What follows belongs to an exercise in optimizing a design on an open flow for small area and a short achievable clock period; a production flow would make more cautious choices.
RTL that was checked went through simulation tests only; none was proved equivalent to the original.
Power is estimated from default activity; no workload was simulated.

// pod_cvt
module pod_cvt (
    input  wire        clk,
    input  wire        rst,
    input  wire        in_valid,
    input  wire [31:0] in_x,        
    input  wire [3:0]  in_dtype,    
    input  wire        in_sr,       
    input  wire [31:0] in_w,        
    output reg         out_valid,
    output reg  [31:0] out_y,       
    output reg         out_nan      
);
==> flow/config.mk <==
export PLATFORM = sky130hd
export DESIGN_NAME = pod_cvt
export DESIGN_NICKNAME = pod_cvt
export VERILOG_FILES = /design/flow/design.v
export SDC_FILE = /design/flow/constraint.sdc
export NUM_CORES = 4
export LEC_CHECK = 0
export ABC_AREA = 1
export CAP_MARGIN = 20
export CORE_MARGIN = 2
export CORE_UTILIZATION = 40
export CTS_BUF_LIST = sky130_fd_sc_hd__clkbuf_8
export SLEW_MARGIN = 20
==> flow/constraint.sdc <==
create_clock -name core_clock -period 18.0 [get_ports {clk}]
set_input_delay 3.6000 -clock core_clock [delete_from_list [all_inputs] [get_ports {clk}]]
set_output_delay 3.6000 -clock core_clock [all_outputs]
set_load 0.01 [all_outputs]
standard.sh (not shown) runs the stock make flow with config.mk's settings and CLKGATE_MAP_FILE= SYNTH_SCRIPT=/design/flow/synth_recipe.tcl, a recipe that flattens the netlist after the stock synthesis.
==> flow/flow/run.sh <==
#!/bin/bash
# Own layout flow: ORFS, as standard.sh runs it, with these changes:
#  - synthesis (the same Yosys steps as synth_recipe.tcl, so the registers keep
#    their names and cells) maps the logic with ABC scripts of its own
#    (flow/abc_proc.tcl): the logic feeding the input registers with
#    flow/abc1.script at delay target flow/abc1_delay, the rest with
#    flow/abc.script at flow/abc_delay; Yosys's full-adder extraction is off
#    (ADDER_MAP_FILE empty) so that ABC sees all of the logic;
#  - ports are buffered (the same buffer_ports step) with the cell named in
#    flow/port_buffer;
#  - the layout steps get the make variables in flow/make_vars, if any
#    (optimisation settings such as repair_timing's setup margin).
# Each tool's output goes to a log of its own in this folder.
set -euo pipefail
W=$(pwd)
F=$W/flow
export OWN_ABC_D=$(cat $F/abc_delay)
export OWN_ABC_SCRIPT=$W/own_abc.script
sed "s/{D}/-D $OWN_ABC_D/g" $F/abc.script > $OWN_ABC_SCRIPT
if [[ -f $F/abc1.script ]]; then
  export OWN_ABC1_D=$(cat $F/abc1_delay)
  export OWN_ABC1_SCRIPT=$W/own_abc1.script
  sed "s/{D}/-D $OWN_ABC1_D/g" $F/abc1.script > $OWN_ABC1_SCRIPT
fi
{ head -n 1 $W/synth_recipe.tcl; cat $F/abc_proc.tcl; tail -n +2 $W/synth_recipe.tcl; } > $W/own_synth.tcl
SYN=SYNTH_SCRIPT=$W/own_synth.tcl
# the knobs standard.sh passes on make's command line
KNOBS=$(sed -n 's/^make .*CLKGATE_MAP_FILE= [^ ]* \(.*\) "\${@:-finish}"$/\1/p' $W/standard.sh)
BUF=$(cat $F/port_buffer 2>/dev/null || echo sky130_fd_sc_hd__buf_1)
# extra make variables for the layout steps (optimisation effort only)
EXTRA=$(cat $F/make_vars 2>/dev/null | tr '\n' ' ' || true)
MK="make -C $FLOW_HOME DESIGN_CONFIG=$W/config.mk WORK_HOME=$W/orfs CLKGATE_MAP_FILE="
eval "$MK $SYN $KNOBS ADDER_MAP_FILE= synth" > $W/log_synth.txt 2>&1
eval "$MK $SYN $KNOBS $EXTRA BUFFER_PORTS_ARGS=\"-buffer_cell $BUF\" finish" > $W/log_layout.txt 2>&1
R=$W/orfs/results/$FLOW_PLATFORM/pod_cvt/base
: # left out here: write the final layout as DEF
Other scripts of this flow, unchanged in this note and not shown: flow/flow/abc.script, flow/flow/abc1.script, flow/flow/abc1_delay, flow/flow/abc_delay, flow/flow/abc_proc.tcl, flow/flow/make_vars, flow/flow/port_buffer
==> next run, changes <==
--- a/flow/design.v
+++ b/flow/design.v
@@ -49,40 +49,40 @@
     reg        r_valid;
     reg [23:0] r_sig;
     reg        r_sgn;
     reg [5:0]  r_s;
     reg        r_mnz;
     reg [7:0]  r_ex;
     reg [31:0] r_w;
-    reg [9:0]  r_ty;      
+    reg [3:0]  r_dt;
     reg        r_sr;
     always @(posedge clk) begin
         if (rst)
             r_valid <= 1'b0;
         else
             r_valid <= in_valid;
         r_sig  <= {enz, in_x[22:0]};
         r_sgn  <= in_x[31];
         r_s    <= s;
         r_mnz  <= mnz;
         r_ex   <= ex;
         r_w    <= in_w;
-        r_ty   <= {a_i32, a_bf, a_h, a_e5, a_e4, a_f4, a_u16, a_u8, a_i8, a_i4};
+        r_dt   <= in_dtype;
         r_sr   <= in_sr;
     end
-    wire t_i4  = r_ty[0];
-    wire t_i8  = r_ty[1];
-    wire t_u8  = r_ty[2];
-    wire t_u16 = r_ty[3];
-    wire t_f4  = r_ty[4];
-    wire t_e4  = r_ty[5];
-    wire t_e5  = r_ty[6];
-    wire t_h   = r_ty[7];
-    wire t_bf  = r_ty[8];
-    wire t_i32 = r_ty[9];
+    wire t_i4  = (r_dt == 4'd0);
+    wire t_i8  = (r_dt == 4'd1);
+    wire t_u8  = (r_dt == 4'd2);
+    wire t_u16 = (r_dt == 4'd3);
+    wire t_f4  = (r_dt == 4'd4);
+    wire t_e4  = (r_dt == 4'd5);
+    wire t_e5  = (r_dt == 4'd6);
+    wire t_h   = (r_dt == 4'd7);
+    wire t_bf  = (r_dt == 4'd8);
+    wire t_i32 = (r_dt == 4'd10);
     wire isint = t_i4 | t_i8 | t_u8 | t_u16 | t_i32;
     wire isflt = t_f4 | t_e4 | t_e5 | t_h | t_bf;
     wire sgn   = r_sgn;
     wire [7:0] rx1   = {r_ex[7:1], r_ex[0] | ~(|r_ex)};
     wire       r_eff = &r_ex;
     wire       r_nan = r_eff & r_mnz;
     wire       r_inf = r_eff & ~r_mnz;
@@ -153,28 +153,27 @@
         assign pa2[gi] = ((gi >> 1) % 2 == 1) ? pa1[gi] & pa1[(gi >> 1 << 1) - 1] : pa1[gi];
         assign pa3[gi] = ((gi >> 2) % 2 == 1) ? pa2[gi] & pa2[(gi >> 2 << 2) - 1] : pa2[gi];
         assign pa4[gi] = ((gi >> 3) % 2 == 1) ? pa3[gi] & pa3[(gi >> 3 << 3) - 1] : pa3[gi];
         assign pa5[gi] = ((gi >> 4) % 2 == 1) ? pa4[gi] & pa4[(gi >> 4 << 4) - 1] : pa4[gi];
     end endgenerate
     wire        cin = up ^ (isint & sgn);
     wire [31:0] r   = t ^ ({32{cin}} & {pa5[30:0], 1'b1});
-    wire o16 = (r_ex >= 8'd143);
-    wire o8  = (r_ex >= 8'd135);
-    wire o7  = (r_ex >= 8'd134);
-    wire o3  = (r_ex >= 8'd130);
-    wire o31 = (r_ex >= 8'd158);
+    wire o16 = |n[31:16];
+    wire o8  = |n[31:8];
+    wire o7  = |n[31:7];
+    wire o3  = |n[31:3];
     wire a3  = &n[2:0];
     wire a7  = &n[6:0];
     wire a8  = &n[7:0];
     wire a16 = &n[15:0];
     wire sat_i = isint & (r_huge | (~r_zero & ((t_i4  & (o3  | (up & a3)))  |
                                                (t_i8  & (o7  | (up & a7)))  |
                                                (t_u8  & (o8  | (up & a8)))  |
                                                (t_u16 & (o16 | (up & a16))) |
-                                               (t_i32 & o31))));
+                                               (t_i32 & n[31]))));
     wire of_a = (t_e4 & (&t[6:0]));
     wire of_c = (t_f4 & (&t[2:0])) |
                 (t_e4 & (&t[6:1])) |
                 (t_e5 & (t[6:2] == 5'b11110) & (&t[1:0])) |
                 (t_h  & (t[14:10] == 5'b11110) & (&t[9:0])) |
                 (t_bf & (t[14:7] == 8'hFE) & (&t[6:0]));
     wire ovf_f = isflt & (r_huge | (~r_zero & (of_a | (cin & of_c))));
Global-route usage is lower by 1.1 points. Power came out lower by 13%. Cell area came out lower by 6.0%. Wire length fell by 5.0%. Worst setup slack is better by 0.19 ns. Die area climbs by 0.34%. Combinational power decreases by about 3%.
Only the layout flow was run in the first run of this note; the RTL was not checked for function there.

## gamma
Another version of the RTL of pod_cvt (not shown whole).
Size in the first run: about 110 flip-flops, roughly 110 I/O pins, roughly 7800 um2 of cells after synthesis.
Settings: LEC_CHECK=0, ABC_AREA=1, CAP_MARGIN=20, CORE_MARGIN=2, CORE_UTILIZATION=40, CTS_BUF_LIST=sky130_fd_sc_hd__clkbuf_8, SLEW_MARGIN=20; clock period 18.0 ns.
==> flow/flow/abc.script <==
strash
dc2
strash
dch
map {D}
buffer -p
upsize {D}
dnsize {D}
==> flow/flow/abc1.script <==
strash
dc2
strash
dch
map {D}
==> flow/flow/abc1_delay <==
800
==> flow/flow/abc_delay <==
3250
==> flow/flow/abc_proc.tcl <==
# Technology mapping with own ABC scripts: the logic that feeds the input
# registers (cells named r_*) first, with its own delay target, then the rest.
proc abc {args} {
  set a $args
  set i [lsearch $a -script]; lset a [expr {$i+1}] $::env(OWN_ABC_SCRIPT)
  set i [lsearch $a -D]; lset a [expr {$i+1}] $::env(OWN_ABC_D)
  if {[info exists ::env(OWN_ABC1_SCRIPT)] && $::env(OWN_ABC1_SCRIPT) ne ""} {
    set a1 $args
    set i [lsearch $a1 -script]; lset a1 [expr {$i+1}] $::env(OWN_ABC1_SCRIPT)
    set i [lsearch $a1 -D]; lset a1 [expr {$i+1}] $::env(OWN_ABC1_D)
    yosys select -set s1 {c:r_*} %ci*
    yosys abc {*}$a1 {@s1}
  }
  yosys abc {*}$a
}
==> flow/flow/make_vars <==
SETUP_SLACK_MARGIN=12.75
==> flow/flow/port_buffer <==
sky130_fd_sc_hd__buf_1
Scripts as last shown in full above: flow/flow/run.sh
For beta, these inputs were changed with respect to gamma:
--- a/flow/design.v
+++ b/flow/design.v
@@ -149,36 +149,35 @@
     wire [31:0] pa0 = t;
     wire [31:0] pa1, pa2, pa3, pa4, pa5;
     generate for (gi = 0; gi < 32; gi = gi + 1) begin : g_pa
         assign pa1[gi] = ((gi >> 0) % 2 == 1) ? pa0[gi] & pa0[(gi >> 0 << 0) - 1] : pa0[gi];
         assign pa2[gi] = ((gi >> 1) % 2 == 1) ? pa1[gi] & pa1[(gi >> 1 << 1) - 1] : pa1[gi];
         assign pa3[gi] = ((gi >> 2) % 2 == 1) ? pa2[gi] & pa2[(gi >> 2 << 2) - 1] : pa2[gi];
         assign pa4[gi] = ((gi >> 3) % 2 == 1) ? pa3[gi] & pa3[(gi >> 3 << 3) - 1] : pa3[gi];
         assign pa5[gi] = ((gi >> 4) % 2 == 1) ? pa4[gi] & pa4[(gi >> 4 << 4) - 1] : pa4[gi];
     end endgenerate
     wire        cin = up ^ (isint & sgn);
     wire [31:0] r   = t ^ ({32{cin}} & {pa5[30:0], 1'b1});
-    wire o16 = (r_ex >= 8'd143);
-    wire o8  = (r_ex >= 8'd135);
-    wire o7  = (r_ex >= 8'd134);
-    wire o3  = (r_ex >= 8'd130);
-    wire o31 = (r_ex >= 8'd158);
+    wire o16 = |n[31:16];
+    wire o8  = |n[31:8];
+    wire o7  = |n[31:7];
+    wire o3  = |n[31:3];
     wire a3  = &n[2:0];
     wire a7  = &n[6:0];
     wire a8  = &n[7:0];
     wire a16 = &n[15:0];
     wire sat_i = isint & (r_huge | (~r_zero & ((t_i4  & (o3  | (up & a3)))  |
                                                (t_i8  & (o7  | (up & a7)))  |
                                                (t_u8  & (o8  | (up & a8)))  |
                                                (t_u16 & (o16 | (up & a16))) |
-                                               (t_i32 & o31))));
+                                               (t_i32 & n[31]))));
     wire of_a = (t_e4 & (&t[6:0]));
     wire of_c = (t_f4 & (&t[2:0])) |
                 (t_e4 & (&t[6:1])) |
                 (t_e5 & (t[6:2] == 5'b11110) & (&t[1:0])) |
                 (t_h  & (t[14:10] == 5'b11110) & (&t[9:0])) |
                 (t_bf & (t[14:7] == 8'hFE) & (&t[6:0]));
     wire ovf_f = isflt & (r_huge | (~r_zero & (of_a | (cin & of_c))));
     wire uneg  = (t_u8 | t_u16) & sgn;
     wire f7  = t_i4 | t_f4 | t_i8 | t_u8 | t_e4 | t_e5;
     wire w15 = t_u16 | t_h | t_bf | t_i32;
     wire keep_any = ~r_nan & ~r_zero & ((isint & ~sat_i & ~uneg) | (isflt & ~ovf_f));
Findings:
The setup slack in beta sits 0.084 ns below the value recorded for gamma. Against gamma, beta reports a detailed route wirelength on metal3 that is higher. beta has worst path buffer plus inverter count below what gamma had. Summary of beta over gamma: count of clock-buffer cells in the layout went up 2, final core area utilization fell by 2.2 points, net switching power of the design up about 2.5%. Against gamma as the reference, beta delivers a higher row count. Taking gamma as the reference point, the xor-xnor portion of the synthesized cell area of beta falls by 1.0 points. beta reports a lower combined global-route utilization of all metal layers than gamma does. beta vs gamma on wire length of the first global-routing pass: beta is the lower one. Changes observed in beta relative to gamma: fmax down 1.7%; proportion of power drawn by combinational gates higher.
No functional check of the RTL was part of gamma.

## afterwards: timing with drivers on the ports
No port has a modelled driver above. Below, the same layouts with a new extraction and two added sets of constraints. Step 1 assumes that a clkbuf_16 drives the clock port and a buf_2 every other input. Step 2, shift: input delay + t, output delay - t, t = (earliest + latest rising clock arrival at the registers) / 2. This alone moves slack from input paths to output paths. a / b / c = ideal / step 1 / step 2; a / b = the first two.
| run | shift t [ns] | setup slack, ns | worst hold slack (ns) | worst data-port slew with drivers (ns) | pins driven straight from the clock port |
|---|---|---|---|---|---|
| the first run of note 1 | 0.509 | 12.890 / 12.913 / 12.404 | 0.414 / 0.414 / 0.414 | 0.04 | 1 |
| the second run of note 1 | 0.432 | 13.078 / 13.096 / 12.664 | 0.420 / 0.420 / 0.420 | 0.04 | 1 |
| gamma | 0.449 | 12.995 / 12.995 / 12.668 | 0.412 / 0.412 / 0.412 | 0.04 | 1 |
| beta | 0.443 | 12.911 / 12.921 / 12.478 | 0.412 / 0.412 / 0.412 | 0.03 | 1 |
After both steps every run listed still meets setup and hold. The setup slack of the first run of note 1, which loses most, moves by +0.023 ns with the drivers and by -0.486 ns with both steps.
